What follows belongs to an exercise in optimizing a design on an open flow for small area and a short achievable clock period; a production flow would make more cautious choices.
At most, simulation tests tie the RTL to the original design; equivalence was not proved.
No functional check of the RTL was part of runs 3 to 8.

`design/flow/flow/run.sh`:
```
#!/bin/bash
# The standard layout, with two changes to how it is made:
#  - the port buffers that buffer_ports inserts are sky130_fd_sc_hd__buf_1
#    instead of the tool's default choice;


set -euo pipefail
cat >> config.mk <<'EOC'
export BUFFER_PORTS_ARGS = -buffer_cell sky130_fd_sc_hd__buf_1
EOC
bash standard.sh > standard.log 2>&1
```
`design/flow/standard.sh`:
```
#!/bin/bash
# synth_recipe.tcl (not shown) runs the flow's synth.tcl, then flattens the netlist and writes it again
# the make line also repeats each setting of config.mk as NAME=value (left out here)
make -C /OpenROAD-flow-scripts/flow DESIGN_CONFIG=/design/flow/config.mk WORK_HOME=/design/flow/orfs CLKGATE_MAP_FILE= SYNTH_SCRIPT=/design/flow/synth_recipe.tcl "${@:-finish}"
```
`design/flow/config.mk`:
```
export PLATFORM = sky130hd
export DESIGN_NAME = dfc_codec
export DESIGN_NICKNAME = dfc_codec
export VERILOG_FILES = /design/flow/design.v
export SDC_FILE = /design/flow/constraint.sdc
export NUM_CORES = 4
export LEC_CHECK = 0
export CAP_MARGIN = 20
export CORE_AREA = 5 5 635 635
export DIE_AREA = 0 0 640 640
export PLACE_DENSITY = 0.6
export SETUP_SLACK_MARGIN = 5
export SLEW_MARGIN = 20
export BUFFER_PORTS_ARGS = -buffer_cell sky130_fd_sc_hd__buf_1
```
`design/flow/constraint.sdc`:
```
create_clock -name core_clock -period 10.0 [get_ports {clk}]
set_input_delay 2.0000 -clock core_clock [delete_from_list [all_inputs] [get_ports {clk}]]
set_output_delay 2.0000 -clock core_clock [all_outputs]
set_load 0.01 [all_outputs]
```
`design/flow/design.v`:
```
function [63:0] gf_x;
  input [63:0] a;
  begin
    gf_x = {a[62:0], 1'b0} ^ (a[63] ? 64'h1B : 64'h0);
  end
endfunction
function [63:0] gf_xinv;
  input [63:0] a;
  begin
    gf_xinv = {a[0], a[63:1]} ^ (a[0] ? 64'hD : 64'h0);
  end
endfunction
function [63:0] gf_xk;
  input [63:0] a;
  input integer k;
  integer i;
  reg [63:0] t;
  begin
    t = a;
    for (i = 0; i < k; i = i + 1) t = gf_x(t);
    gf_xk = t;
  end
endfunction
function [63:0] gf_xinvk;
  input [63:0] a;
  input integer k;
  integer i;
  reg [63:0] t;
  begin
    t = a;
    for (i = 0; i < k; i = i + 1) t = gf_xinv(t);
    gf_xinvk = t;
  end
endfunction
module dfc_encoder (
  input  wire         clk,
  input  wire         rst,
  input  wire         in_valid,
  input  wire [511:0] in_data,
  input  wire [1:0]   in_dir,
  input  wire         in_poison,
  output reg          out_valid,
  output reg  [127:0] out_cb
);
function [63:0] gf_x;
  input [63:0] a;
  begin
    gf_x = {a[62:0], 1'b0} ^ (a[63] ? 64'h1B : 64'h0);
  end
endfunction
function [63:0] gf_xinv;
  input [63:0] a;
  begin
    gf_xinv = {a[0], a[63:1]} ^ (a[0] ? 64'hD : 64'h0);
  end
endfunction
function [63:0] gf_xk;
  input [63:0] a;
  input integer k;
  integer i;
  reg [63:0] t;
  begin
    t = a;
    for (i = 0; i < k; i = i + 1) t = gf_x(t);
    gf_xk = t;
  end
endfunction
function [63:0] gf_xinvk;
  input [63:0] a;
  input integer k;
  integer i;
  reg [63:0] t;
  begin
    t = a;
    for (i = 0; i < k; i = i + 1) t = gf_xinv(t);
    gf_xinvk = t;
  end
endfunction
  reg [63:0] w [0:7];
  integer d, b;
  always @* begin
    for (d = 0; d < 8; d = d + 1)
      for (b = 0; b < 16; b = b + 1)
        w[d][4*b +: 4] = in_data[32*b + 4*d +: 4];
  end
  reg [63:0] tgt, x, y, v, p, z, w8, w9;
  reg [63:0] sk [0:6];
  integer l, i;
  always @* begin
    tgt = 64'h0;
    tgt[32] = in_dir[0];
    tgt[33] = in_dir[1];
    tgt[40] = in_poison;
    x = ((w[0] ^ w[1]) ^ (w[2] ^ w[3])) ^ ((w[4] ^ w[5]) ^ (w[6] ^ w[7]));
    y = ((gf_xinvk(w[0], 8) ^ gf_xinvk(w[1], 7)) ^ (gf_xinvk(w[2], 6) ^ gf_xinvk(w[3], 5)))
      ^ ((gf_xinvk(w[4], 4) ^ gf_xinvk(w[5], 3)) ^ (gf_xinvk(w[6], 2) ^ gf_xinvk(w[7], 1)))
      ^ gf_xinvk(tgt, 8);
    v = x ^ y;
    sk[0] = v;
    for (l = 0; l < 6; l = l + 1) begin
      sk[l+1] = sk[l];
      for (i = 0; i < 64; i = i + 1)
        if ((i >> l) & 1)
          sk[l+1][i] = sk[l][i] ^ sk[l][((i >> l) << l) - 1];
    end
    p = sk[6];
    z = p;
    z[0] = p[63] ^ v[0];
    z[3] = p[63] ^ p[3];
    w9 = z;
    w8 = x ^ w9;
  end
  reg [127:0] cb;
  integer k;
  always @* begin
    for (k = 0; k < 16; k = k + 1)
      cb[8*k +: 8] = {w9[4*k +: 4], w8[4*k +: 4]};
  end
  always @(posedge clk) begin
    if (rst) out_valid <= 1'b0;
    else     out_valid <= in_valid;
    out_cb <= cb;
  end
endmodule
module dfc_decoder (
  input  wire         clk,
  input  wire         rst,
  input  wire         in_valid,
  input  wire [639:0] in_word,
  input  wire         in_mark_valid,
  input  wire [3:0]   in_mark_dev,
  output reg          out_valid,
  output reg  [511:0] out_data,
  output reg  [1:0]   out_dir,
  output reg          out_poison,
  output reg  [1:0]   out_status,
  output reg  [3:0]   out_dev
);
function [63:0] gf_x;
  input [63:0] a;
  begin
    gf_x = {a[62:0], 1'b0} ^ (a[63] ? 64'h1B : 64'h0);
  end
endfunction
function [63:0] gf_xinv;
  input [63:0] a;
  begin
    gf_xinv = {a[0], a[63:1]} ^ (a[0] ? 64'hD : 64'h0);
  end
endfunction
function [63:0] gf_xk;
  input [63:0] a;
  input integer k;
  integer i;
  reg [63:0] t;
  begin
    t = a;
    for (i = 0; i < k; i = i + 1) t = gf_x(t);
    gf_xk = t;
  end
endfunction
function [63:0] gf_xinvk;
  input [63:0] a;
  input integer k;
  integer i;
  reg [63:0] t;
  begin
    t = a;
    for (i = 0; i < k; i = i + 1) t = gf_xinv(t);
    gf_xinvk = t;
  end
endfunction
  localparam [63:0] TAGS = (64'h1 << 32) | (64'h1 << 33) | (64'h1 << 40);
  reg [63:0] w [0:9];
  integer d, b;
  always @* begin
    for (d = 0; d < 10; d = d + 1)
      for (b = 0; b < 16; b = b + 1)
        w[d][4*b +: 4] = in_word[40*b + 4*d +: 4];
  end
  reg [63:0] s0, s1;
  always @* begin
    s0 = ((w[0] ^ w[1]) ^ (w[2] ^ w[3])) ^ ((w[4] ^ w[5]) ^ (w[6] ^ w[7])) ^ (w[8] ^ w[9]);
    s1 = ((w[0] ^ gf_xk(w[1], 1)) ^ (gf_xk(w[2], 2) ^ gf_xk(w[3], 3)))
       ^ ((gf_xk(w[4], 4) ^ gf_xk(w[5], 5)) ^ (gf_xk(w[6], 6) ^ gf_xk(w[7], 7)))
       ^ (gf_xk(w[8], 8) ^ gf_xk(w[9], 9));
  end
  reg [9:0]  dev_fit;
  reg        s0_nz, clean_fit, any_fit, multi_fit, ok;
  reg [2:0]  tag;
  reg [3:0]  dev;
  reg [7:0]  fix;
  integer j;
  always @* begin
    s0_nz = |s0;
    clean_fit = !s0_nz && ((s1 & ~TAGS) == 64'h0);
    for (j = 0; j < 10; j = j + 1)
      dev_fit[j] = s0_nz && (((s1 ^ gf_xk(s0, j)) & ~TAGS) == 64'h0)
                   && (!in_mark_valid || in_mark_dev == j[3:0]);
    any_fit   = |dev_fit;
    multi_fit = 1'b0;
    for (j = 0; j < 10; j = j + 1)
      multi_fit = multi_fit | (dev_fit[j] & |(dev_fit & ~(10'h3FF << j)));
    ok = clean_fit | (any_fit & !multi_fit);
    tag = {s1[40], s1[33], s1[32]};
    for (j = 0; j < 10; j = j + 1)
      tag = tag ^ ({s0[40-j], s0[33-j], s0[32-j]} & {3{dev_fit[j]}});
    dev = 4'd0;
    for (j = 0; j < 10; j = j + 1)
      if (dev_fit[j]) dev = dev | j[3:0];
    fix = dev_fit[7:0] & {8{ok}};
  end
  reg [511:0] wd_q;       
  reg [63:0]  s0_q;
  reg [7:0]   fix_q;      
  reg         ok_q;
  integer m, n;
  always @(posedge clk) begin
    if (rst) out_valid <= 1'b0;
    else     out_valid <= in_valid;
    for (m = 0; m < 8; m = m + 1)
      for (n = 0; n < 64; n = n + 1)
        wd_q[32*(n/4) + 4*m + (n%4)] <= w[m][n];
    s0_q       <= s0;
    fix_q      <= fix;
    ok_q       <= ok;
    out_dev    <= dev & {4{ok}};
    out_status <= {!ok, ok & !clean_fit};
    out_dir    <= tag[1:0] | {2{!ok}};
    out_poison <= tag[2] | !ok;
  end
  always @* begin
    for (m = 0; m < 8; m = m + 1)
      for (n = 0; n < 64; n = n + 1)
        out_data[32*(n/4) + 4*m + (n%4)] = (ok_q & wd_q[32*(n/4) + 4*m + (n%4)]) ^ (fix_q[m] & s0_q[n]);
  end
endmodule
module dfc_codec (
  input  wire         clk,
  input  wire         rst,
  input  wire         wr_valid,
  input  wire [511:0] wr_data,
  input  wire [1:0]   wr_dir,
  input  wire         wr_poison,
  output wire         wr_out_valid,
  output wire [127:0] wr_cb,
  input  wire         rd_valid,
  input  wire [639:0] rd_word,
  input  wire         rd_mark_valid,
  input  wire [3:0]   rd_mark_dev,
  output wire         rd_out_valid,
  output wire [511:0] rd_data,
  output wire [1:0]   rd_dir,
  output wire         rd_poison,
  output wire [1:0]   rd_status,
  output wire [3:0]   rd_dev
);
  dfc_encoder u_enc (
    .clk(clk), .rst(rst),
    .in_valid(wr_valid), .in_data(wr_data), .in_dir(wr_dir), .in_poison(wr_poison),
    .out_valid(wr_out_valid), .out_cb(wr_cb)
  );
  dfc_decoder u_dec (
    .clk(clk), .rst(rst),
    .in_valid(rd_valid), .in_word(rd_word),
    .in_mark_valid(rd_mark_valid), .in_mark_dev(rd_mark_dev),
    .out_valid(rd_out_valid), .out_data(rd_data), .out_dir(rd_dir),
    .out_poison(rd_poison), .out_status(rd_status), .out_dev(rd_dev)
  );
endmodule
```
==> results of run 1 <==
-- flip-flops by register name (all words and copies together) (netlist names) --
register and flops:
u_dec.fix_q 8, u_dec.ok_q 1, u_dec.out_dev 4, u_dec.out_dir 2, u_dec.out_poison 1, u_dec.out_status 2
u_dec.out_valid 1, u_dec.s0_q 64, u_dec.wd_q 512, u_enc.out_cb 128, u_enc.out_valid 1
-- cell usage after synthesis, drive strengths merged (9+ instances only) --
cell	n	area share [%]
nor2b	20	0.23
dfxtp	724	27
buf	63	0.44
clkbuf	226	1.6
nand4	71	0.82
a2111oi	9	0.15
or4	18	0.25
nor3	19	0.18
xnor3	180	7.5
xor2	904	15
nor4	101	1.2
a21oi	16	0.15
o21ai	21	0.19
nand2	1072	7.4
nand2b	18	0.21
nand3	19	0.18
o22ai	19	0.22
clkinv	9	0.062
inv	60	0.42
xnor2	2180	36
nor2	44	0.31
a221oi	9	0.15
-- through the flow --
stage | instance area [µm²] | setup slack, ns | util [%]
finish | 81300 | 4.13 | 20.5
global route | 81100 | 4.14 | 20.5
CTS | 79600 | 4.35 | 20.1
detailed placement | 69600 | 1.69 | 17.6
global placement | 69500 | 0.854 | 17.6
floorplan | 54800 | 3.97 | -
-- final timing paths --
check	from	endpoint	slack (ns)	cells after the start
worst max-delay path	rd_word[463]	u_dec.out_dev[1]	4.13	19
worst min-delay path	rd_word[187]	u_dec.wd_q[155]	1.25	1
-- metal layers --
metal	wire length (µm)	up-vias	GRT usage (%)
met2	231000	3169	38.6
met3	39900	1043	6.41
met4	36900	74	13.7
met1	168000	25463	23.7
met5	483	-	0
li1	-	22740	-
-- area by class of cell --
| type | count | area, µm² | share of cell area [%] |
|---|---|---|---|
| Antenna cell | 103 | 258 | 0.317 |
| Clock buffer | 139 | 3000 | 3.70 |
| Sequential cell | 724 | 14500 | 17.9 |
| Inverter | 69 | 339 | 0.417 |
| Clock inverter | 58 | 671 | 0.825 |
| Timing Repair Buffer | 2310 | 12300 | 15.1 |
| Multi-Input combinational cell | 4798 | 43700 | 53.7 |
| Tap cell | 5242 | 6560 | 8.07 |
-- cells by family (layout without fill, tap and decap cells) --
family / after synthesis / after routing / share of synthesized area (%)
adder cells (fa/ha/maj): 4 / 4 / 0.0925
buffers and inverters: 358 / 2576 / 2.49
multiplexers: 1 / 1 / 0.0185
XOR/XNOR: 3267 / 3267 / 58.0
AND/OR/NAND/NOR: 1407 / 1407 / 11.1
AO/OA/AOI/OAI: 119 / 119 / 1.54
other: 0 / 103 / 0
flip-flops: 724 / 724 / 26.8
-- timing repair --
item	in CTS	in global routing
hold endpoints to repair	0	0
setup buffers	250	76
gates cloned	2	0
pin swaps	203	100
resized for setup	824	183
setup endpoints to repair	515	102
==> results.yml, run 1 <==
sta:
  final-hold-violation-count: 0
  fin_crit_ns: 5.87
  worst_pin_slew_ns: 1.15
  slew_headroom_pct: 23.6
  finalMaxSlewViolations: 0
  tns_ns: 0
  setup_viol: 0
  post-route-period-util_pct: 58.7
  grt_setup_unrepaired: "true"
  fmax_ghz: 0.170
  fin_hold_ws_ns: 1.25
die:
  die-area_um2: 410000
  io-pin-count: 1815
  core-area_um2: 396000
  die_width_um: 640
  initial_core_util_pct: 13.7
  die_y_um: 640
  rows: 231
place:
  dpl.cell_count: 12815
  dp.final_hpwl_um: 405000
  gp_congestion: 1.02
  portBuffers: 1814
synthesis:
  netlist_instances: 5880
  ys_warn_count: 5
  synth_ff_type: "dfxtp_1"
  synth-edff-count: 0
  ys_ff_latch: 724
  syn_nets: 7048
  yosysSeqAreaShare_pct: 26.8
  synth-async-reset-ratio_pct: 0
  synth.distinct_cells: 59
  synth.cell_area_um2: 54100
  synth_area_per_cell_um2: 9.20
drt:
  wirelength_um: 476000
  routedWlPerCell_um: 35.4
  drt_iter0_markers: 5124
  first_pass_iters: 6
  drcViolationCount: 0
  vias: 52489
  drtAntennaViolNets: 0
  vias_per_cell: 3.90
final_layout:
  instances_no_fill: 13443
  num-fill-cells: 43948
  final_common_cell: "xnor2_1"
  drive_above_1_share_pct: 18.6
  most-common-layout-cells: "xnor2_1 (1819), buf_1 (1569), nand2_1 (1070)"
  finalNetCount: 9182
  area_growth_pct: 50.2
critical_path:
  crit_buf_inv: 7
  crit_fanout: 8
  crit_chain: "buf_1, xor2_1, xnor3_1, xnor2_4, buf_12, clkinv_2, nor4_4, nand4_1, nor4_4, buf_6, buf_4, a2111oi_4, nand4_1, buf_6, nand2_1, or4_4, a221o_2, buf_6, a32oi_2"
  startpoint_type: "input pin"
  slowest_delay_ns: 0.51
  endpoint_kind: "flop"
  cp.arrival_ns: 6.68
  worst_ep_required_time_ns: 10.81
  crit_slowest_cell: "xnor3_1"
  worstSetupPathType: "in2reg"
  cpMostUsedCell: "buf_6"
  critical-path-top-delay-family: "simple AND/OR/NAND/NOR gates"
clock_network:
  path_clk_slew_ns: 0.06
  cts_root_buffer: "clkbuf_16"
  numCtsBuffers: 111
  cts_tree: "built"
  postCtsHoldBufs: 0
  h-tree-depth: 3
  cts_max_path_buffers: 4
  cts_sinks: 724
global_route:
  grt_pass1_vias: 51666
  antenna_found_initial: 228
  track_usage_pct: 22.2
  grt_max_degree: 81
  grt_pass1_wl_um: 584000
  grt_overflow: 0
hold_path:
  hold_path.class: "in2reg"
status:
  status: "complete, no violations"
job:
  drv_cap: 0
==> run 2, diff against run 1 <==
--- a/design/flow/config.mk
+++ b/design/flow/config.mk
@@ -11,3 +11,2 @@
 export PLACE_DENSITY = 0.6
-export SETUP_SLACK_MARGIN = 5
 export SLEW_MARGIN = 20
==> run 2 against run 1 <==
Effect of this change:
- critical endpoint is now u_dec.out_dir[0]
- non-clock buffer count shrank 301
- design area shrank 10%
- area after synthesis unchanged
- maximum frequency fell by 26%
- worst hold slack improved by 0.023 ns
- first-iteration DRC count down 1.9%
- global-route usage shrank 0.26 points
- count of clock-buffer cells in the layout decreased by 4
- still clean
==> results.yml, run 2 <==
place:
  gp_congestion: 0.998
  dpl.cell_count: 12841
  dpl_worst_slack_ns: 1.46
  dp.final_hpwl_um: 408000
  portBuffers: 1814
drt:
  vias_per_cell: 3.89
  wirelength_um: 471000
  drtAntennaViolNets: 0
  drt_iter0_markers: 5025
  vias: 51091
  routedWlPerCell_um: 35.9
  drcViolationCount: 0
  first_pass_iters: 6
sta:
  grt_setup_unrepaired: "false"
  fmax_ghz: 0.126
  setup_viol: 0
  post-route-period-util_pct: 79.3
  fin_ws_ns: 2.07
  final-hold-violation-count: 0
  finalMaxSlewViolations: 0
  worst_pin_slew_ns: 1.34
  fin_crit_ns: 7.93
  slew_headroom_pct: 9.71
  fin_hold_ws_ns: 1.28
  tns_ns: 0
clock_network:
  cts_max_path_buffers: 4
  cts_tree: "built"
  cts_sinks: 724
  h-tree-depth: 3
  cts_root_buffer: "clkbuf_16"
  ctsResizeCount: 0
  numCtsBuffers: 107
  postCtsHoldBufs: 0
  path_clk_slew_ns: 0.06
  postCtsSetupRepairBufs: 0
final_layout:
  finalNetCount: 8877
  final_common_cell: "xnor2_1"
  area_growth_pct: 34.9
  most-common-layout-cells: "xnor2_1 (2037), buf_1 (1811), nand2_1 (1072)"
  drive_above_1_share_pct: 7.04
  reg.largest.list: "u_dec.wd_q (512), u_enc.out_cb (128), u_dec.s0_q (64)"
  largest_reg_flops: 512
  instances_no_fill: 13126
  top_register: "u_dec.wd_q"
die:
  die_y_um: 640
  initial_core_util_pct: 13.7
  die-area_um2: 410000
  io-pin-count: 1815
  core-area_um2: 396000
  die_width_um: 640
  rows: 231
synthesis:
  synth.distinct_cells: 59
  synth-edff-count: 0
  yosysSeqAreaShare_pct: 26.8
  ys_warn_count: 5
  synth.most_common_cell: "xnor2_1"
  yosys-top-cells-area: "xnor2_1 (35%), dfxtp_1 (27%), xor2_1 (15%)"
  synth_area_per_cell_um2: 9.20
  synth_common_cells: "xnor2_1 (2165), nand2_1 (1072), xor2_1 (901), dfxtp_1 (724), clkbuf_1 (226)"
  yosysTopAreaCell: "xnor2_1"
  ys_ff_latch: 724
  synth.cell_area_um2: 54100
  syn_nets: 7048
  netlist_instances: 5880
  synth-async-reset-ratio_pct: 0
  synth_ff_type: "dfxtp_1"
  synth_top_area_share_pct: 35.0
critical_path:
  cp.arrival_ns: 8.76
  crit_start: "rd_word[639]"
  startpoint_type: "input pin"
  worstSetupPathType: "in2reg"
  endpoint_kind: "flop"
  worst_ep_required_time_ns: 10.83
  crit_fanout: 14
global_route:
  grt_overflow: 0
  grt_pass1_vias: 50106
  grt_max_degree: 189
  top_usage_layer: "met2"
  antenna_found_initial: 223
  track_usage_pct: 21.9
  met3_usage_pct: 5.37
  use_met1_pct: 23.4
  grtUsageMet2_pct: 40.0
  grt_pass1_wl_um: 575000
hold_path:
  hold_path.class: "in2reg"
  min_from: "rd_word[49]"
status:
  status: "complete, no violations"
job:
  drv_cap: 0
## run 2: final timing paths
kind	endpoint	slack (ns)	depth (start not counted)
worst max-delay path	u_dec.out_dir[0]	2.07	17
worst min-delay path	u_dec.wd_q[41]	1.28	1
## run 2: through the flow
stage          util (%)  instance area, µm²
2_1_floorplan         -               54100
3_3_place_gp       17.5               69100
3_5_place_dp       17.5               69200
4_1_cts            18.4               72700
5_1_grt            18.4               72900
6_report           18.5               73000
## run 2: layer usage
layer	part of all wire, %	vias up	wire [µm]
met5	0.11	-	519
li1	-	22119	-
met4	6.2	76	29400
met1	35	24960	166000
met2	51	3086	240000
met3	7.5	850	35500
## run 2: final cells by class
type	instances	area [µm²]
inverter	69	259
sequential	724	14500
tap	5242	6560
fill	44597	323000
clock buffer	135	2970
multi-input combinational	4798	39600
clock inverter	54	552
timing repair buffer	2009	8350
antenna	95	238
## run 2: critical path, stage by stage
cell and delay, ns:
buf_1 0.29, xnor2_1 0.19, xnor3_1 0.49, xnor2_1 0.77, inv_1 0.16, ha_1 0.43, xor3_1 0.57, xor2_1 0.18
or2_2 0.31, a2111oi_0 0.90, nand4_1 0.62, nand2_1 0.34, nor4_1 0.09, o41ai_1 0.41, a221o_1 0.54, inv_1 0.23
o21ai_0 0.21
## run 2: cell families (layout without fill, tap and decap cells)
kind of cell,after synthesis,count (layout),share of synthesized area (%)
DFF,724,724,26.8
buffers and inverters,358,2267,2.49
xor gates and xnor gates,3267,3267,58.0
adders and majority gates,4,4,0.0925
and+or+nand+nor,1407,1407,11.1
other,0,95,0
AOI/OAI and AO/OA,119,119,1.54
muxes,1,1,0.0185
==> run 3, diff against run 2 <==
--- a/design/flow/design.v
+++ b/design/flow/design.v
@@ -42,3 +42,3 @@
   output reg          out_valid,
-  output reg  [127:0] out_cb
+  output reg  [127:0] out_cb    
 );
@@ -85,3 +85,4 @@
   end
-  reg [63:0] tgt, x, y, v, p, z, w8, w9;
+  localparam integer LV = 2;    
+  reg [63:0] tgt, x, y, v;
   reg [63:0] sk [0:6];
@@ -99,3 +100,3 @@
     sk[0] = v;
-    for (l = 0; l < 6; l = l + 1) begin
+    for (l = 0; l < LV; l = l + 1) begin
       sk[l+1] = sk[l];
@@ -105,15 +106,4 @@
     end
-    p = sk[6];
-    z = p;
-    z[0] = p[63] ^ v[0];
-    z[3] = p[63] ^ p[3];
-    w9 = z;
-    w8 = x ^ w9;
-  end
-  reg [127:0] cb;
-  integer k;
-  always @* begin
-    for (k = 0; k < 16; k = k + 1)
-      cb[8*k +: 8] = {w9[4*k +: 4], w8[4*k +: 4]};
-  end
+  end
+  reg [63:0] x_q, h_q;
   always @(posedge clk) begin
@@ -121,3 +111,23 @@
     else     out_valid <= in_valid;
-    out_cb <= cb;
+    x_q <= x;
+    h_q <= sk[LV];
+  end
+  reg [63:0] pk [0:6];
+  reg [63:0] p, z, w8, w9;
+  always @* begin
+    pk[LV] = h_q;
+    for (l = LV; l < 6; l = l + 1) begin
+      pk[l+1] = pk[l];
+      for (i = 0; i < 64; i = i + 1)
+        if ((i >> l) & 1)
+          pk[l+1][i] = pk[l][i] ^ pk[l][((i >> l) << l) - 1];
+    end
+    p = pk[6];
+    z = p;
+    z[0] = p[63] ^ h_q[0];
+    z[3] = p[63] ^ p[3];
+    w9 = z;
+    w8 = x_q ^ w9;
+    for (i = 0; i < 16; i = i + 1)
+      out_cb[8*i +: 8] = {w9[4*i +: 4], w8[4*i +: 4]};
   end
@@ -188,6 +198,3 @@
   reg [9:0]  dev_fit;
-  reg        s0_nz, clean_fit, any_fit, multi_fit, ok;
-  reg [2:0]  tag;
-  reg [3:0]  dev;
-  reg [7:0]  fix;
+  reg        s0_nz, clean_fit;
   integer j;
@@ -199,14 +206,2 @@
                    && (!in_mark_valid || in_mark_dev == j[3:0]);
-    any_fit   = |dev_fit;
-    multi_fit = 1'b0;
-    for (j = 0; j < 10; j = j + 1)
-      multi_fit = multi_fit | (dev_fit[j] & |(dev_fit & ~(10'h3FF << j)));
-    ok = clean_fit | (any_fit & !multi_fit);
-    tag = {s1[40], s1[33], s1[32]};
-    for (j = 0; j < 10; j = j + 1)
-      tag = tag ^ ({s0[40-j], s0[33-j], s0[32-j]} & {3{dev_fit[j]}});
-    dev = 4'd0;
-    for (j = 0; j < 10; j = j + 1)
-      if (dev_fit[j]) dev = dev | j[3:0];
-    fix = dev_fit[7:0] & {8{ok}};
   end
@@ -214,4 +209,5 @@
   reg [63:0]  s0_q;
-  reg [7:0]   fix_q;      
-  reg         ok_q;
+  reg [2:0]   s1t_q;      
+  reg [9:0]   fit_q;
+  reg         clean_q;
   integer m, n;
@@ -223,14 +219,30 @@
         wd_q[32*(n/4) + 4*m + (n%4)] <= w[m][n];
-    s0_q       <= s0;
-    fix_q      <= fix;
-    ok_q       <= ok;
-    out_dev    <= dev & {4{ok}};
-    out_status <= {!ok, ok & !clean_fit};
-    out_dir    <= tag[1:0] | {2{!ok}};
-    out_poison <= tag[2] | !ok;
-  end
-  always @* begin
+    s0_q    <= s0;
+    s1t_q   <= {s1[40], s1[33], s1[32]};
+    fit_q   <= dev_fit;
+    clean_q <= clean_fit;
+  end
+  reg        any_fit, multi_fit, ok;
+  reg [2:0]  tag;
+  reg [3:0]  dev;
+  integer k;
+  always @* begin
+    any_fit   = |fit_q;
+    multi_fit = 1'b0;
+    for (k = 0; k < 10; k = k + 1)
+      multi_fit = multi_fit | (fit_q[k] & |(fit_q & ~(10'h3FF << k)));
+    ok = clean_q | (any_fit & !multi_fit);
+    tag = s1t_q;
+    for (k = 0; k < 10; k = k + 1)
+      tag = tag ^ ({s0_q[40-k], s0_q[33-k], s0_q[32-k]} & {3{fit_q[k]}});
+    dev = 4'd0;
+    for (k = 0; k < 10; k = k + 1)
+      if (fit_q[k]) dev = dev | k[3:0];
+    out_dev = dev & {4{ok}};
     for (m = 0; m < 8; m = m + 1)
       for (n = 0; n < 64; n = n + 1)
-        out_data[32*(n/4) + 4*m + (n%4)] = (ok_q & wd_q[32*(n/4) + 4*m + (n%4)]) ^ (fix_q[m] & s0_q[n]);
+        out_data[32*(n/4) + 4*m + (n%4)] = ok & (wd_q[32*(n/4) + 4*m + (n%4)] ^ (fit_q[m] & s0_q[n]));
+    out_status = {!ok, ok & !clean_q};
+    out_dir    = tag[1:0] | {2{!ok}};
+    out_poison = tag[2] | !ok;
   end
==> design/flow/flow/run.sh (replaced) <==
#!/bin/bash
# The standard layout, with the port buffers that buffer_ports inserts made
# sky130_fd_sc_hd__buf_1 instead of the tool's default choice.
set -euo pipefail
echo 'export BUFFER_PORTS_ARGS = -buffer_cell sky130_fd_sc_hd__buf_1' >> config.mk
bash standard.sh > standard.log 2>&1
--- a/design/flow/config.mk
+++ b/design/flow/config.mk
@@ -8,5 +8,5 @@
 export CAP_MARGIN = 20
-export CORE_AREA = 5 5 635 635
-export DIE_AREA = 0 0 640 640
-export PLACE_DENSITY = 0.6
+export CORE_AREA = 5 5 395 395
+export DIE_AREA = 0 0 400 400
+export PLACE_DENSITY = 0.5
 export SLEW_MARGIN = 20
==> run 3 against run 2 <==
Effect of this change:
- the run now fails in I/O pin placement (3_2_place_iop)
- synthesized cell count fell by 1.0%
- area after synthesis is 0.93% lower
==> results.yml, run 3 <==
synthesis:
  netlist_instances: 5821
  yosys-top-cells-area: "xnor2_1 (36%), dfxtp_1 (27%), xor2_1 (16%)"
  synth_top_area_share_pct: 36.2
  synth_common_cells: "xnor2_1 (2219), xor2_1 (949), dfxtp_1 (720), nor2_1 (534), nand2_1 (531)"
  yosysTopAreaCell: "xnor2_1"
  yosysSeqAreaShare_pct: 26.9
  synth.cell_area_um2: 53600
  synth-async-reset-ratio_pct: 0
  synth.most_common_cell: "xnor2_1"
  ys_warn_count: 6
  synth_ff_type: "dfxtp_1"
  synth.distinct_cells: 51
  ys_ff_latch: 720
  synth_area_per_cell_um2: 9.21
  syn_nets: 6986
  synth-edff-count: 0
status:
  status: "aborted with a tool error"
  error_line: "[ERROR PPL-0024] Number of IO pins (1815) exceeds maximum number of available positions (1446). Increase the die perimeter from 1600.00um to 2468.40um."
  lastStage: "I/O pin placement (3_2_place_iop)"
die:
  rows: 143
  die_width_um: 400
  die_y_um: 400
  initial_core_util_pct: 35.4
run 3: cell families after synthesis:
| family | after synthesis | share of synthesized area [%] |
|---|---|---|
| flops | 720 | 26.9 |
| xor+xnor | 3338 | 58.9 |
| fa+ha+maj | 1 | 0.0233 |
| buf+inv | 319 | 2.28 |
| simple gates | 1389 | 11.2 |
| compound gates | 49 | 0.677 |
| mux | 5 | 0.0957 |
==> run 4, diff against run 3 <==
==> design/flow/flow/run.sh (replaced) <==
#!/bin/bash
# The standard layout, with two changes to how it is made:
#  - the port buffers that buffer_ports inserts are sky130_fd_sc_hd__buf_1
#    instead of the tool's default choice;


set -euo pipefail
cat >> config.mk <<'EOC'
export BUFFER_PORTS_ARGS = -buffer_cell sky130_fd_sc_hd__buf_1
EOC
bash standard.sh > standard.log 2>&1
--- a/design/flow/config.mk
+++ b/design/flow/config.mk
@@ -8,5 +8,5 @@
 export CAP_MARGIN = 20
-export CORE_AREA = 5 5 395 395
-export DIE_AREA = 0 0 400 400
-export PLACE_DENSITY = 0.5
+export CORE_AREA = 5 5 635 635
+export DIE_AREA = 0 0 640 640
+export PLACE_DENSITY = 0.6
 export SLEW_MARGIN = 20
==> run 4 against run 3 <==
Effect of this change:
- now clean on timing, DRC and antenna
- area after synthesis unchanged
- synthesized cell count unchanged
==> results.yml, run 4 <==
place:
  dpl_worst_slack_ns: 3.49
  gp_congestion: 0.987
  placed_cell_area_um2: 68300
  portBuffers: 1814
  dpl.cell_count: 12755
  dp.final_hpwl_um: 339000
die:
  rows: 231
  die_y_um: 640
  die-area_um2: 410000
  core-area_um2: 396000
  io-pin-count: 1815
  initial_core_util_pct: 13.6
  die_width_um: 640
clock_network:
  numCtsBuffers: 105
  h-tree-depth: 3
  path_clk_slew_ns: 0.06
  cts_root_buffer: "clkbuf_16"
  postCtsHoldBufs: 0
  cts_max_path_buffers: 4
  postCtsSetupRepairBufs: 0
  cts_sinks: 720
  ctsResizeCount: 0
  cts_tree: "built"
final_layout:
  finalNetCount: 8785
  final_core_util_pct: 18.2
  most-common-layout-cells: "xnor2_1 (2105), buf_1 (1809), xor2_1 (947)"
  instances_no_fill: 13002
  num-fill-cells: 44626
  final_common_cell: "xnor2_1"
  design_area_um2: 71900
  top_register: "u_dec.wd_q"
  drive_above_1_share_pct: 6.39
  largest_reg_flops: 512
  area_growth_pct: 34.0
critical_path:
  crit_fanout: 8
  cp.arrival_ns: 5.17
  endpoint_kind: "primary output"
  startpoint_type: "flop"
  worst_ep_required_time_ns: 8.00
  worstSetupPathType: "reg2out"
global_route:
  grt_max_degree: 129
  grt_pass1_wl_um: 501000
  grt_overflow: 0
  antenna_found_initial: 154
  track_usage_pct: 18.5
  grt_pass1_vias: 49104
drt:
  wl_met3_um: 31300
  top_layer: "met5"
  wl_met1_um: 147000
  drt_iter0_markers: 4470
  first_pass_iters: 5
  drcViolationCount: 0
  wirelength_um: 398000
  wl_met2_um: 199000
  routedWlPerCell_um: 30.6
  vias: 49194
  vias_per_cell: 3.78
  drtAntennaViolNets: 0
synthesis:
  synth.distinct_cells: 51
  ys_warn_count: 6
  synth-edff-count: 0
  yosys-top-cells-area: "xnor2_1 (36%), dfxtp_1 (27%), xor2_1 (16%)"
  synth.cell_area_um2: 53600
  synth_common_cells: "xnor2_1 (2219), xor2_1 (949), dfxtp_1 (720), nor2_1 (534), nand2_1 (531)"
  synth_ff_type: "dfxtp_1"
  synth-async-reset-ratio_pct: 0
  ys_ff_latch: 720
  syn_nets: 6986
  yosysTopAreaCell: "xnor2_1"
  synth.most_common_cell: "xnor2_1"
  yosysSeqAreaShare_pct: 26.9
  netlist_instances: 5821
  synth_area_per_cell_um2: 9.21
  synth_top_area_share_pct: 36.2
hold_path:
  hold_path.class: "in2reg"
sta:
  slew_headroom_pct: 17.0
  fin_hold_ws_ns: 1.34
  finalMaxSlewViolations: 0
  fmax_ghz: 0.139
  tns_ns: 0
  post-route-period-util_pct: 71.7
  setup_viol: 0
  fin_ws_ns: 2.83
  final-hold-violation-count: 0
  fin_crit_ns: 7.17
  grt_setup_unrepaired: "false"
  worst_pin_slew_ns: 1.24
job:
  drv_cap: 0
status:
  status: "complete, no violations"
-- run 4: cell counts after synthesis --
No cell type changed its count.
-- run 4: final cells by class --
| cell class | count | area (µm²) | area share, % |
|---|---|---|---|
| tap | 5242 | 6560 | 9.13 |
| multi-input combinational | 4782 | 39100 | 54.3 |
| timing repair buffer | 1985 | 8170 | 11.4 |
| antenna | 59 | 148 | 0.205 |
| sequential | 720 | 14400 | 20.1 |
| clock inverter | 45 | 474 | 0.660 |
| inverter | 26 | 97.6 | 0.136 |
| clock buffer | 143 | 2910 | 4.05 |
-- run 4: worst paths after layout --
| check | from | to | cells past startpoint |
|---|---|---|---|
| setup / recovery | u_enc.h_q[3] | wr_cb[101] | 10 |
| hold / removal | rd_word[147] | u_dec.wd_q[123] | 1 |
-- run 4: critical path, stage by stage, from the launching register on --
cell and delay [ns]:
dfxtp_1 0.63, xor3_4 0.58, xor2_4 0.36, inv_2 0.12, xnor2_4 0.48, xor2_4 0.11
buf_4 0.23, xnor2_2 0.46, xor2_1 0.58, xnor2_1 0.24, buf_1 0.54
-- run 4: routing by layer --
layer / vias to the layer above / track usage (%)
met5: - / 0
met4: 68 / 7.71
met3: 747 / 5.00
met2: 2734 / 33.0
met1: 23914 / 20.6
li1: 21731 / -
-- run 4: kinds of logic after synthesis --
kind of cell | synth area share (%)
flops | 26.9
mux | 0.0957
compound gates | 0.677
buf+inv | 2.28
xor+xnor | 58.9
simple gates | 11.2
fa+ha+maj | 0.0233
==> run 5, diff against run 4 <==
--- a/design/flow/config.mk
+++ b/design/flow/config.mk
@@ -11,2 +11,3 @@
 export PLACE_DENSITY = 0.6
+export SETUP_SLACK_MARGIN = 5
 export SLEW_MARGIN = 20
==> run 5 against run 4 <==
Effect of this change:
- still clean
- first-iteration DRC count is 6.8% higher
- utilization is 3.9 points higher
- critical path depth is 3 higher
- maximum frequency is 22% higher
- non-clock buffer count is 343 higher
- worst hold slack worse by 0.071 ns
- die area stayed put
- area after synthesis stayed put
- highest routed layer unchanged
==> results.yml, run 5 <==
synthesis:
  synth.distinct_cells: 51
  synth_common_cells: "xnor2_1 (2219), xor2_1 (949), dfxtp_1 (720), nor2_1 (534), nand2_1 (531)"
  syn_nets: 6986
  yosysSeqAreaShare_pct: 26.9
  ys_warn_count: 6
  yosysTopAreaCell: "xnor2_1"
  synth-async-reset-ratio_pct: 0
  synth.cell_area_um2: 53600
  synth_area_per_cell_um2: 9.21
  yosys-top-cells-area: "xnor2_1 (36%), dfxtp_1 (27%), xor2_1 (16%)"
  synth_ff_type: "dfxtp_1"
  netlist_instances: 5821
  synth_top_area_share_pct: 36.2
  synth.most_common_cell: "xnor2_1"
  ys_ff_latch: 720
  synth-edff-count: 0
die:
  die_y_um: 640
  initial_core_util_pct: 13.6
  io-pin-count: 1815
  rows: 231
  die-area_um2: 410000
  die_width_um: 640
  core-area_um2: 396000
sta:
  finalMaxSlewViolations: 0
  final-hold-violation-count: 0
  setup_viol: 0
  grt_setup_unrepaired: "true"
  fin_crit_ns: 5.88
  tns_ns: 0
  fmax_ghz: 0.170
  worst_pin_slew_ns: 1.17
  fin_hold_ws_ns: 1.27
  fin_ws_ns: 4.12
  post-route-period-util_pct: 58.8
  slew_headroom_pct: 21.1
global_route:
  grt_pass1_wl_um: 554000
  grt_overflow: 0
  grt_pass1_vias: 52161
  antenna_found_initial: 251
  grt_max_degree: 36
  track_usage_pct: 20.7
final_layout:
  num-fill-cells: 42580
  seqCellArea_um2: 14500
  final_common_cell: "xnor2_1"
  largest_reg_flops: 512
  most-common-layout-cells: "xnor2_1 (2051), buf_1 (1206), xor2_1 (917)"
  finalNetCount: 9128
  area_growth_pct: 62.8
  top_register: "u_dec.wd_q"
  drive_above_1_share_pct: 25.7
  final_core_util_pct: 22.1
  multiInputGateArea_um2: 43900
critical_path:
  cp.arrival_ns: 3.88
  worst_ep_required_time_ns: 8.00
  cpMostUsedCell: "xor2_4"
  critical-path-top-delay-family: "XOR/XNOR gates"
  crit_slowest_cell: "xor3_4"
  crit_chain: "xor3_4, xor2_4, inv_2, xnor2_4, buf_6, xor2_4, buf_12, buf_4, buf_8, xor2_4, xnor2_2, xor2_1, buf_4"
  crit_fanout: 5
  startpoint_type: "flop"
  endpoint_kind: "primary output"
  cp.depth: 13
  slowest_delay_ns: 0.54
  worstSetupPathType: "reg2out"
  crit_buf_inv: 6
drt:
  first_pass_iters: 15
  wirelength_um: 448000
  vias: 52513
  drt_iter0_markers: 4776
  vias_per_cell: 3.92
  drtAntennaViolNets: 0
  routedWlPerCell_um: 33.4
  drcViolationCount: 0
place:
  dp.final_hpwl_um: 355000
  portBuffers: 1814
  gp_congestion: 0.984
  dpl_worst_slack_ns: 3.30
job:
  drv_cap: 0
clock_network:
  cts_tree: "built"
  cts_sinks: 720
  h-tree-depth: 3
  path_clk_slew_ns: 0.06
  cts_root_buffer: "clkbuf_16"
  numCtsBuffers: 105
  postCtsHoldBufs: 0
  cts_max_path_buffers: 4
hold_path:
  hold_path.class: "in2reg"
  min_path_cells: 1
status:
  status: "complete, no violations"
==> run 5: cells by family (layout without fill, tap and decap cells) <==
| family | after synthesis | after routing | synth area share (%) |
|---|---|---|---|
| other cells | 0 | 104 | 0 |
| compound gates | 49 | 49 | 0.677 |
| fa+ha+maj | 1 | 1 | 0.0233 |
| flops | 720 | 720 | 26.9 |
| xor+xnor | 3338 | 3338 | 58.9 |
| simple gates | 1389 | 1389 | 11.2 |
| buf+inv | 319 | 2543 | 2.28 |
| mux | 5 | 5 | 0.0957 |
==> run 5: per-layer routing <==
layer | GRT usage, % | up-vias | wire length (µm)
met5 | 0 | - | 890
met4 | 10.7 | 146 | 31100
met3 | 7.02 | 1076 | 40700
met2 | 36.9 | 3226 | 222000
met1 | 21.3 | 25552 | 153000
li1 | - | 22513 | -
==> run 5: final timing paths <==
kind,startpoint,to
worst min-delay path,rd_word[621],u_dec.wd_q[501]
worst max-delay path,u_enc.h_q[11],wr_cb[73]
==> run 5: layout make-up <==
| type | count | area share, % |
|---|---|---|
| clock inverters | 62 | 0.810 |
| multi-input cells | 4782 | 50.3 |
| flip-flops and latches | 720 | 16.6 |
| well taps | 5242 | 7.51 |
| diodes | 104 | 0.298 |
| clock buffers | 127 | 3.28 |
| inverters | 26 | 0.112 |
| repair buffers | 2328 | 21.1 |
==> run 5: repair_timing <==
item,in CTS,in global routing
endpoints found under the setup margin,634,608
setup buffers,165,93
gates resized for setup,2223,527
pin swaps,475,128
cloned,91,0
==> run 5: stage by stage <==
stage | std cells | area (µm²)
after floorplan | 5821 | 53700
after global placement | 12749 | 68400
after detailed placement | 12749 | 68400
after CTS | 13194 | 83900
after global routing | 13328 | 87100
final | 13391 | 87300
==> run 6, diff against run 5 <==
--- a/design/flow/flow/run.sh
+++ b/design/flow/flow/run.sh
@@ -4,4 +4,4 @@
 #    instead of the tool's default choice;
-
-
+#  - the pins may sit one routing track apart (the default is two), so that
+#    the 1815 ports fit on a smaller die.
 set -euo pipefail
@@ -9,2 +9,3 @@
 export BUFFER_PORTS_ARGS = -buffer_cell sky130_fd_sc_hd__buf_1
+export PLACE_PINS_ARGS = -min_distance 1 -min_distance_in_tracks
 EOC
--- a/design/flow/config.mk
+++ b/design/flow/config.mk
@@ -8,7 +8,7 @@
 export CAP_MARGIN = 20
-export CORE_AREA = 5 5 635 635
-export DIE_AREA = 0 0 640 640
+export CORE_AREA = 5 5 415 415
+export DIE_AREA = 0 0 420 420
 export PLACE_DENSITY = 0.6
-export SETUP_SLACK_MARGIN = 5
 export SLEW_MARGIN = 20
 export BUFFER_PORTS_ARGS = -buffer_cell sky130_fd_sc_hd__buf_1
+export PLACE_PINS_ARGS = -min_distance 1 -min_distance_in_tracks
==> run 6 against run 5 <==
Effect of this change:
- the run now fails in global routing (5_1_grt)
- synthesized cell count did not move
- area after synthesis did not move
==> results.yml, run 6 <==
global_route:
  grt_overflow: 32
  track_usage_pct: 33.4
  grt_pass1_wl_um: 415000
  grt_max_degree: 172
  grt_pass1_vias: 53559
synthesis:
  ys_warn_count: 6
  synth.cell_area_um2: 53600
  syn_nets: 6986
  synth_area_per_cell_um2: 9.21
  synth.area.mux_share_pct: 0.0957
  ys_ff_latch: 720
  synth-edff-count: 0
  synth_ff_type: "dfxtp_1"
  yosysSeqAreaShare_pct: 26.9
  netlist_instances: 5821
  synth-async-reset-ratio_pct: 0
  yosysTopAreaCell: "xnor2_1"
  synth_xor_area_share_pct: 58.9
  synth-simple-area-share_pct: 11.2
  synth_top_family_by_area: "XOR/XNOR gates"
  synthAdderAreaFrac_pct: 0.0233
  synth_common_cells: "xnor2_1 (2219), xor2_1 (949), dfxtp_1 (720), nor2_1 (534), nand2_1 (531)"
  synth_top_area_share_pct: 36.2
  synth.distinct_cells: 51
  synth.most_common_cell: "xnor2_1"
  synth_compound_area_share_pct: 0.677
  yosys-top-cells-area: "xnor2_1 (36%), dfxtp_1 (27%), xor2_1 (16%)"
clock_network:
  cts_max_path_buffers: 3
  ctsResizeCount: 0
  cts_root_buffer: "clkbuf_16"
  postCtsSetupRepairBufs: 0
  postCtsHoldBufs: 0
  cts_sinks: 720
  numCtsBuffers: 93
  h-tree-depth: 3
status:
  error_line: "[ERROR GRT-0116] Global routing finished with congestion. Check the congestion regions in the DRC Viewer."
  status: "aborted with a tool error"
  lastStage: "global routing (5_1_grt)"
place:
  dpl_worst_slack_ns: 3.79
  gp_congestion: 1.11
  placed_cell_area_um2: 63800
  dp.final_hpwl_um: 242000
  portBuffers: 1814
die:
  initial_core_util_pct: 32.1
  rows: 150
  io-pin-count: 1815
  die_width_um: 420
  die_y_um: 420
==> run 6: cell counts after synthesis <==
No cell type changed its count.
==> run 6: cell families after synthesis <==
logic type,Yosys count
fa+ha+maj,1
simple gates,1389
compound gates,49
buf+inv,319
mux,5
xor+xnor,3338
flops,720
==> run 6: routing by layer <==
| layer | track usage, % | overflow |
|---|---|---|
| met3 | 14.6 | 0 |
| met5 | 3.31 | 0 |
| met4 | 25.3 | 8 |
| met1 | 37.2 | 0 |
| met2 | 50.0 | 24 |
==> run 6: how the worst min path moves through the flow <==
stage	start	slack, ns	endpoint	cells after the start
after CTS	rd_word[462]	1.35	u_dec.wd_q[374]	1
after global placement	rd_word[621]	2.17	u_dec.wd_q[501]	1
after detailed placement	rd_word[631]	2.18	u_dec.wd_q[511]	1
after floorplan	rd_word[0]	2.03	u_dec.wd_q[0]	0
==> run 6: metrics by stage <==
stage	cells	hold slack, ns
after CTS	9841	1.35
after floorplan	5821	2.03
after detailed placement	9673	2.18
after global placement	9672	2.17
==> run 7, diff against run 6 <==
--- a/design/flow/config.mk
+++ b/design/flow/config.mk
@@ -8,4 +8,4 @@
 export CAP_MARGIN = 20
-export CORE_AREA = 5 5 415 415
-export DIE_AREA = 0 0 420 420
+export CORE_AREA = 5 5 495 495
+export DIE_AREA = 0 0 500 500
 export PLACE_DENSITY = 0.6
==> run 7 against run 6 <==
Effect of this change:
- the run now finishes clean
- synthesized cell count unchanged
- area after synthesis unchanged
==> results.yml, run 7 <==
die:
  die-area_um2: 250000
  core-area_um2: 239000
  die_width_um: 500
  io-pin-count: 1815
  rows: 179
  die_y_um: 500
  initial_core_util_pct: 22.5
synthesis:
  synth-edff-count: 0
  synth.most_common_cell: "xnor2_1"
  synth_top_area_share_pct: 36.2
  synth_area_per_cell_um2: 9.21
  ys_warn_count: 6
  yosysSeqAreaShare_pct: 26.9
  synth_common_cells: "xnor2_1 (2219), xor2_1 (949), dfxtp_1 (720), nor2_1 (534), nand2_1 (531)"
  synth.cell_area_um2: 53600
  syn_nets: 6986
  yosysTopAreaCell: "xnor2_1"
  synth_ff_type: "dfxtp_1"
  synth-async-reset-ratio_pct: 0
  yosys-top-cells-area: "xnor2_1 (36%), dfxtp_1 (27%), xor2_1 (16%)"
  ys_ff_latch: 720
  synth.distinct_cells: 51
  netlist_instances: 5821
sta:
  post-route-period-util_pct: 72.1
  fmax_ghz: 0.139
  grt_setup_unrepaired: "false"
  setup_viol: 0
  worst_pin_slew_ns: 1.36
  fin_hold_ws_ns: 1.41
  finalMaxSlewViolations: 0
  fin_crit_ns: 7.21
  slew_headroom_pct: 8.40
  tns_ns: 0
  final-hold-violation-count: 0
job:
  drv_cap: 0
drt:
  drtAntennaViolNets: 0
  routedWlPerCell_um: 26.7
  wirelength_um: 292000
  vias: 48888
  vias_per_cell: 4.47
  first_pass_iters: 8
  drcViolationCount: 0
  drt_iter0_markers: 4564
critical_path:
  crit_fanout: 8
  endpoint_kind: "primary output"
  worst_ep_required_time_ns: 8.00
  cp.arrival_ns: 5.21
  worstSetupPathType: "reg2out"
  startpoint_type: "flop"
final_layout:
  largest_reg_flops: 512
  final_common_cell: "xnor2_1"
  most-common-layout-cells: "xnor2_1 (2112), buf_1 (1814), xor2_1 (947)"
  area_growth_pct: 28.1
  finalNetCount: 8736
  drive_above_1_share_pct: 5.49
  instances_no_fill: 10941
  top_register: "u_dec.wd_q"
clock_network:
  ctsResizeCount: 0
  path_clk_slew_ns: 0.06
  postCtsSetupRepairBufs: 0
  cts_sinks: 720
  cts_tree: "built"
  cts_root_buffer: "clkbuf_16"
  h-tree-depth: 3
  cts_max_path_buffers: 3
  postCtsHoldBufs: 0
  numCtsBuffers: 94
global_route:
  antenna_found_initial: 133
  grt_overflow: 0
  grt_pass1_wl_um: 388000
  track_usage_pct: 22.1
  grt_pass1_vias: 48733
  grt_max_degree: 182
hold_path:
  hold_path.class: "in2reg"
place:
  dpl.cell_count: 10642
  gp_congestion: 1.02
  portBuffers: 1814
  dp.final_hpwl_um: 235000
status:
  status: "complete, no violations"
-- run 7: cell counts after synthesis --
Identical to the previous run, type by type.
-- run 7: worst paths after layout --
| check | from | to | depth (start not counted) |
|---|---|---|---|
| worst max-delay path | u_enc.h_q[3] | wr_cb[98] | 11 |
| worst min-delay path | rd_word[250] | u_dec.wd_q[202] | 1 |
-- run 7: through the flow --
stage / util (%) / area, µm² / setup slack, ns
after floorplan: - / 53600 / 4.82
after global placement: 27.3 / 65200 / 3.49
after detailed placement: 27.4 / 65200 / 3.46
after CTS: 28.7 / 68300 / 2.60
after global routing: 28.8 / 68600 / 2.47
final: 28.8 / 68700 / 2.79
-- run 7: area by class of cell --
cell class | instances | area, µm²
Antenna cell | 128 | 320
Clock buffer | 132 | 2660
Clock inverter | 39 | 445
Fill cell | 25853 | 170000
Inverter | 26 | 97.6
Multi-Input combinational cell | 4782 | 38900
Sequential cell | 720 | 14400
Tap cell | 3167 | 3960
Timing Repair Buffer | 1947 | 7860
-- run 7: cells by family after synthesis --
| logic type | count (synthesis) | share of synthesized area (%) |
|---|---|---|
| multiplexers | 5 | 0.0957 |
| AO/OA/AOI/OAI | 49 | 0.677 |
| XOR/XNOR | 3338 | 58.9 |
| AND/OR/NAND/NOR | 1389 | 11.2 |
| flip-flops | 720 | 26.9 |
| buffers and inverters | 319 | 2.28 |
| adder cells (fa/ha/maj) | 1 | 0.0233 |
-- run 7: critical path, stage by stage (launching register included) --
cell	delay, ns
dfxtp_1	0.74
xor3_4	0.61
xor2_4	0.25
buf_4	0.23
inv_2	0.09
xnor2_4	0.57
xor2_4	0.33
xnor2_2	0.45
xor2_1	0.54
xnor2_1	0.24
xor2_1	0.17
buf_1	0.18
-- run 7: routing by layer --
layer  track usage, %  vias up  routed length, µm
met2             33.9     3189             127000
met4             16.5       12              25100
met1             26.1    22892             113000
li1                 -    21719                  -
met5            0.419        -                183
met3             6.59     1076              27400
==> run 8, diff against run 7 <==
--- a/design/flow/design.v
+++ b/design/flow/design.v
@@ -42,3 +42,3 @@
   output reg          out_valid,
-  output reg  [127:0] out_cb    
+  output reg  [127:0] out_cb
 );
@@ -85,4 +85,3 @@
   end
-  localparam integer LV = 2;    
-  reg [63:0] tgt, x, y, v;
+  reg [63:0] tgt, x, y, v, p, z, w8, w9;
   reg [63:0] sk [0:6];
@@ -100,3 +99,3 @@
     sk[0] = v;
-    for (l = 0; l < LV; l = l + 1) begin
+    for (l = 0; l < 6; l = l + 1) begin
       sk[l+1] = sk[l];
@@ -106,4 +105,15 @@
     end
-  end
-  reg [63:0] x_q, h_q;
+    p = sk[6];
+    z = p;
+    z[0] = p[63] ^ v[0];
+    z[3] = p[63] ^ p[3];
+    w9 = z;
+    w8 = x ^ w9;
+  end
+  reg [127:0] cb;
+  integer k;
+  always @* begin
+    for (k = 0; k < 16; k = k + 1)
+      cb[8*k +: 8] = {w9[4*k +: 4], w8[4*k +: 4]};
+  end
   always @(posedge clk) begin
@@ -111,23 +121,3 @@
     else     out_valid <= in_valid;
-    x_q <= x;
-    h_q <= sk[LV];
-  end
-  reg [63:0] pk [0:6];
-  reg [63:0] p, z, w8, w9;
-  always @* begin
-    pk[LV] = h_q;
-    for (l = LV; l < 6; l = l + 1) begin
-      pk[l+1] = pk[l];
-      for (i = 0; i < 64; i = i + 1)
-        if ((i >> l) & 1)
-          pk[l+1][i] = pk[l][i] ^ pk[l][((i >> l) << l) - 1];
-    end
-    p = pk[6];
-    z = p;
-    z[0] = p[63] ^ h_q[0];
-    z[3] = p[63] ^ p[3];
-    w9 = z;
-    w8 = x_q ^ w9;
-    for (i = 0; i < 16; i = i + 1)
-      out_cb[8*i +: 8] = {w9[4*i +: 4], w8[4*i +: 4]};
+    out_cb <= cb;
   end
@@ -197,18 +187,47 @@
   end
-  reg [9:0]  dev_fit;
-  reg        s0_nz, clean_fit;
-  integer j;
+  reg [9:0]  z, mk, zm;
+  reg [2:0]  et [0:9];
+  reg        s0_nz, clean_fit, any_lo, any_hi, multi_lo, multi_hi, one, ok;
+  reg [2:0]  dtag, tag;
+  reg [3:0]  ddev;
+  reg [63:0] e;
+  integer j, jj;
   always @* begin
     s0_nz = |s0;
-    clean_fit = !s0_nz && ((s1 & ~TAGS) == 64'h0);
-    for (j = 0; j < 10; j = j + 1)
-      dev_fit[j] = s0_nz && (((s1 ^ gf_xk(s0, j)) & ~TAGS) == 64'h0)
-                   && (!in_mark_valid || in_mark_dev == j[3:0]);
-  end
-  reg [511:0] wd_q;       
-  reg [63:0]  s0_q;
-  reg [2:0]   s1t_q;      
-  reg [9:0]   fit_q;
-  reg         clean_q;
+    for (j = 0; j < 10; j = j + 1) begin
+      e = s1 ^ gf_xk(s0, j);
+      z[j] = ((e & ~TAGS) == 64'h0);
+      et[j] = {e[40], e[33], e[32]};
+      mk[j] = !in_mark_valid || in_mark_dev == j[3:0];
+    end
+    zm = z & mk;
+    any_lo = |zm[4:0];
+    any_hi = |zm[9:5];
+    multi_lo = 1'b0;
+    multi_hi = 1'b0;
+    for (j = 0; j < 5; j = j + 1)
+      for (jj = j + 1; jj < 5; jj = jj + 1) begin
+        multi_lo = multi_lo | (zm[j] & zm[jj]);
+        multi_hi = multi_hi | (zm[5+j] & zm[5+jj]);
+      end
+    one = (any_lo ^ any_hi) & !multi_lo & !multi_hi;
+    clean_fit = !s0_nz && z[0];
+    ok = s0_nz ? one : z[0];
+    dtag = 3'b000;
+    ddev = 4'd0;
+    for (j = 0; j < 10; j = j + 1) begin
+      dtag = dtag | (et[j] & {3{zm[j]}});
+      if (zm[j]) ddev = ddev | j[3:0];
+    end
+    tag = s0_nz ? dtag : et[0];
+  end
+  reg [511:0] xn;
   integer m, n;
+  always @* begin
+    for (m = 0; m < 8; m = m + 1)
+      for (n = 0; n < 64; n = n + 1)
+        xn[32*(n/4) + 4*m + (n%4)] = ~(w[m][n] ^ (zm[m] & s0[n]));
+  end
+  reg [511:0] xn_q;
+  reg         okn_q;      
   always @(posedge clk) begin
@@ -216,34 +235,10 @@
     else     out_valid <= in_valid;
-    for (m = 0; m < 8; m = m + 1)
-      for (n = 0; n < 64; n = n + 1)
-        wd_q[32*(n/4) + 4*m + (n%4)] <= w[m][n];
-    s0_q    <= s0;
-    s1t_q   <= {s1[40], s1[33], s1[32]};
-    fit_q   <= dev_fit;
-    clean_q <= clean_fit;
-  end
-  reg        any_fit, multi_fit, ok;
-  reg [2:0]  tag;
-  reg [3:0]  dev;
-  integer k;
-  always @* begin
-    any_fit   = |fit_q;
-    multi_fit = 1'b0;
-    for (k = 0; k < 10; k = k + 1)
-      multi_fit = multi_fit | (fit_q[k] & |(fit_q & ~(10'h3FF << k)));
-    ok = clean_q | (any_fit & !multi_fit);
-    tag = s1t_q;
-    for (k = 0; k < 10; k = k + 1)
-      tag = tag ^ ({s0_q[40-k], s0_q[33-k], s0_q[32-k]} & {3{fit_q[k]}});
-    dev = 4'd0;
-    for (k = 0; k < 10; k = k + 1)
-      if (fit_q[k]) dev = dev | k[3:0];
-    out_dev = dev & {4{ok}};
-    for (m = 0; m < 8; m = m + 1)
-      for (n = 0; n < 64; n = n + 1)
-        out_data[32*(n/4) + 4*m + (n%4)] = ok & (wd_q[32*(n/4) + 4*m + (n%4)] ^ (fit_q[m] & s0_q[n]));
-    out_status = {!ok, ok & !clean_q};
-    out_dir    = tag[1:0] | {2{!ok}};
-    out_poison = tag[2] | !ok;
-  end
+    xn_q       <= xn;
+    okn_q      <= !ok;
+    out_dev    <= ddev & {4{ok & s0_nz}};
+    out_status <= {!ok, ok & !clean_fit};
+    out_dir    <= tag[1:0] | {2{!ok}};
+    out_poison <= tag[2] | !ok;
+  end
+  always @* out_data = ~(xn_q | {512{okn_q}});
 endmodule
==> design/flow/flow/run.sh (replaced) <==
#!/bin/bash
# The standard layout (standard.sh), with these changes to how it is made:
#  - synthesis is the standard flow's synthesis script with ABC run on flow/abc.script, a
#    delay-targeted mapping, instead of ORFS's abc_speed script; every other
#    synthesis step (and so every register) is as in the standard synthesis;
#  - the port buffers that buffer_ports inserts are sky130_fd_sc_hd__buf_1
#    instead of the tool's default choice;
set -euo pipefail
W=$PWD
cat >> config.mk <<'EOC'
export BUFFER_PORTS_ARGS = -buffer_cell sky130_fd_sc_hd__buf_1
EOC
export FLOW_FLOW_ABC_SCRIPT=$W/flow/abc.script
{ head -n 1 synth_recipe.tcl; cat flow/abc_proc.tcl; tail -n +2 synth_recipe.tcl; } > own_synth.tcl
M=$(cat flow/setup_margin)
sed -e "s#SYNTH_SCRIPT=[^ ]*#SYNTH_SCRIPT=$W/own_synth.tcl#" -e "s#SETUP_SLACK_MARGIN=[^ ]*#SETUP_SLACK_MARGIN=$M#" standard.sh > own_standard.sh
grep -q "SETUP_SLACK_MARGIN=$M " own_standard.sh
grep -q "SYNTH_SCRIPT=$W/own_synth.tcl" own_standard.sh
bash own_standard.sh > standard.log 2>&1
==> design/flow/flow/abc.script (new file) <==
strash
dch
map -D 2500
topo
buffer -c
stime -c
upsize -c
dnsize -c
==> design/flow/flow/abc_proc.tcl (new file) <==
# Run ABC with this flow's own script (flow/abc.script) in place of ORFS's.
# It maps only the combinational logic; the registers are left as they are.
proc abc {args} {
  set i [lsearch -exact $args -script]
  if {$i >= 0} { lset args [expr {$i + 1}] $::env(FLOW_FLOW_ABC_SCRIPT) }
  yosys abc {*}$args
}
==> design/flow/flow/setup_margin (new file) <==
5
--- a/design/flow/config.mk
+++ b/design/flow/config.mk
@@ -8,7 +8,7 @@
 export CAP_MARGIN = 20
-export CORE_AREA = 5 5 495 495
-export DIE_AREA = 0 0 500 500
+export CORE_AREA = 5 5 635 635
+export DIE_AREA = 0 0 640 640
 export PLACE_DENSITY = 0.6
+export SETUP_SLACK_MARGIN = 5
 export SLEW_MARGIN = 20
 export BUFFER_PORTS_ARGS = -buffer_cell sky130_fd_sc_hd__buf_1
-export PLACE_PINS_ARGS = -min_distance 1 -min_distance_in_tracks
==> run 8 against run 7 <==
Effect of this change:
- final cell count increased by 31%
- utilization decreased by 7.8 points
- via count increased by 22%
- setup slack improved by 2.1 ns
- still clean on timing, DRC and antenna
- maximum frequency increased by 40%
- routed wire length increased by 66%
- worst hold slack got worse by 0.060 ns
- largest cell class unchanged
- first-iteration DRC count increased by 26%
- global-route usage increased by 0.16 points
- critical path depth increased by 7
- highest routed layer unchanged
- critical endpoint is now u_dec.xn_q[379]
==> results.yml, run 8 <==
critical_path:
  worst_ep_required_time_ns: 10.76
  cp.arrival_ns: 5.90
  crit_slowest_cell: "nor4_2"
  crit_chain: "buf_2, xor2_2, xnor2_2, xor2_2, or2_2, nand2_1, buf_4, inv_2, buf_12, o22ai_1, nor4_2, nand4_1, nor3_4, nand3_4, buf_12, clkbuf_16, nor2_1, xnor2_1"
  worstSetupPathType: "in2reg"
  endpoint_kind: "flop"
  slowest_delay_ns: 0.43
clock_network:
  postCtsHoldBufs: 0
  cts_max_path_buffers: 4
  cts_tree: "built"
  cts_sinks: 651
  path_clk_slew_ns: 0.06
  numCtsBuffers: 94
final_layout:
  seqCellArea_um2: 13000
  final_common_cell: "xnor2_1"
  multiInputGateArea_um2: 46100
  drive_above_1_share_pct: 21.2
  design_area_um2: 83100
  finalNetCount: 10088
  largest_reg_flops: 512
  final_core_util_pct: 21.0
  area_growth_pct: 51.1
global_route:
  antenna_found_initial: 286
  grt_pass1_wl_um: 599000
  grt_overflow: 0
  track_usage_pct: 22.3
  grt_pass1_vias: 57333
synthesis:
  ys_warn_count: 6
  netlist_instances: 6802
  synth.cell_area_um2: 55000
  synth_area_per_cell_um2: 8.09
  yosys-top-cells-area: "xnor2_1 (37%), dfxtp_1 (24%), xor2_1 (13%)"
  synth_common_cells: "xnor2_1 (2306), nor2_1 (1030), xor2_1 (834), dfxtp_1 (651), nand2_1 (650)"
  synth.distinct_cells: 57
  synth-async-reset-ratio_pct: 0
  yosysTopAreaCell: "xnor2_1"
  synth_ff_type: "dfxtp_1"
  ys_ff_latch: 651
  synth.most_common_cell: "xnor2_1"
place:
  dpl_worst_slack_ns: 0.948
  gp_congestion: 1.04
  portBuffers: 1814
  dp.final_hpwl_um: 396000
  placed_cell_area_um2: 68700
drt:
  routedWlPerCell_um: 33.8
  first_pass_iters: 6
  drt_iter0_markers: 5750
  drtAntennaViolNets: 0
  vias_per_cell: 4.14
  drcViolationCount: 0
sta:
  setup_viol: 0
  worst_pin_slew_ns: 1.07
  post-route-period-util_pct: 51.4
  slew_headroom_pct: 28.3
  tns_ns: 0
  fin_ws_ns: 4.86
  fmax_ghz: 0.195
  finalMaxSlewViolations: 0
hold_path:
  hold_path.class: "in2reg"
die:
  initial_core_util_pct: 13.9
  die_y_um: 640
  io-pin-count: 1815
  rows: 231
  die-area_um2: 410000
  core-area_um2: 396000
job:
  drv_cap: 0
status:
  status: "complete, no violations"
[run 8: cell count changes after synthesis, sizes merged, moves of 111 or more]
cell,change
inv,+190
nand2,+126
nor2,+496
o22ai,+146
or2,+111
xnor3,-115
[run 8: path summary, 6_finish.rpt]
kind / cells after the start / slack [ns] / to / from
worst min-delay path: 3 / 1.35 / u_enc.out_valid / wr_valid
worst max-delay path: 18 / 4.86 / u_dec.xn_q[379] / rd_word[424]
[run 8: cell type report]
class,instances,area share (%)
inverter,232,1.37
tap,5242,7.89
multi-input combinational,5652,55.5
antenna,127,0.382
timing repair buffer,2291,15.3
clock buffer,118,3.07
clock inverter,47,0.828
sequential,651,15.7
[run 8: critical path, delay by kind of cell]
| kind | cells | cell delay [ns] |
|---|---|---|
| simple gates | 7 | 1.84 |
| buf+inv | 6 | 1.08 |
| xor+xnor | 4 | 0.80 |
| compound gates | 1 | 0.09 |
[run 8: kinds of logic (layout without fill, tap and decap cells)]
logic type                 Yosys count  after routing  share of synthesized area (%)
buffers and inverters              513           2688                           3.68
other                                0            127                              0
xor gates and xnor gates          3195           3196                           52.1
and+or+nand+nor                   2109           2119                           16.2
adders and majority gates            2              2                         0.0455
AOI/OAI and AO/OA                  332            335                           4.23
DFF                                651            651                           23.7
[run 8: stage by stage]
step                      hold WS [ns]  cells
final                             1.35  14360
after global routing              1.31  14295
after CTS                         1.26  14100
after detailed placement          2.19  13726
after global placement            2.19  13726
after floorplan                   2.07   6802
[run 8: repair_timing]
action / in CTS / in global routing
buffers inserted: 189 / 125
resized for setup: 1057 / 568
pin swaps: 115 / 201
endpoints found under the setup margin: 828 / 591
gates cloned: 20 / 7
[run 8: per-layer routing]
layer | GRT usage (%) | wire (µm) | up-vias
met1 | 22.5 | 160000 | 28515
met4 | 13.1 | 38400 | 134
met3 | 7.68 | 48000 | 1292
met2 | 39.6 | 238000 | 3862
met5 | 0 | 919 | -
li1 | - | - | 25713

-- afterwards: timing with drivers on the ports --
How much do the figures lean on ideal ports? The routed layouts below were timed once more, with nothing changed but the port constraints.
Step 1 sets driving cells, clkbuf_16 on the clock port and buf_2 on the other inputs (assumed; they add their load-dependent delay and slew).
Step 2 adds t to the input delays and takes it off the output delays; t is the mean of the earliest and latest rising clock arrival at the registers after step 1. Input paths then give back, and output paths get back, about the clock's delay inside the block.
a / b / c = no drivers / after step 1 / after step 2; a / b = the first two.
run	shift t [ns]	setup WS [ns]	worst hold slack (ns)	latest minus earliest clock arrival (ns)	worst data-port slew with drivers (ns)
run 1	0.978	4.130 / 4.065 / 3.087	1.253 / 1.166 / 2.144	0.091 / 0.091	0.43
run 2	0.968	2.071 / 2.156 / 1.188	1.276 / 1.195 / 2.163	0.117 / 0.117	0.48
run 4	0.903	2.828 / 2.738 / 3.490	1.343 / 1.291 / 2.194	0.074 / 0.073	0.38
run 5	0.932	4.120 / 4.028 / 4.030	1.272 / 1.201 / 2.133	0.111 / 0.112	0.36
run 7	0.825	2.794 / 2.714 / 3.539	1.410 / 1.371 / 2.196	0.047 / 0.046	0.19
run 8	0.967	4.863 / 4.808 / 3.842	1.350 / 1.253 / 2.220	0.064 / 0.065	0.41
After both steps every run listed still meets setup and hold. For run 1, which loses most, drivers alone change the setup slack by -0.065 ns; drivers and shift together by -1.043 ns.
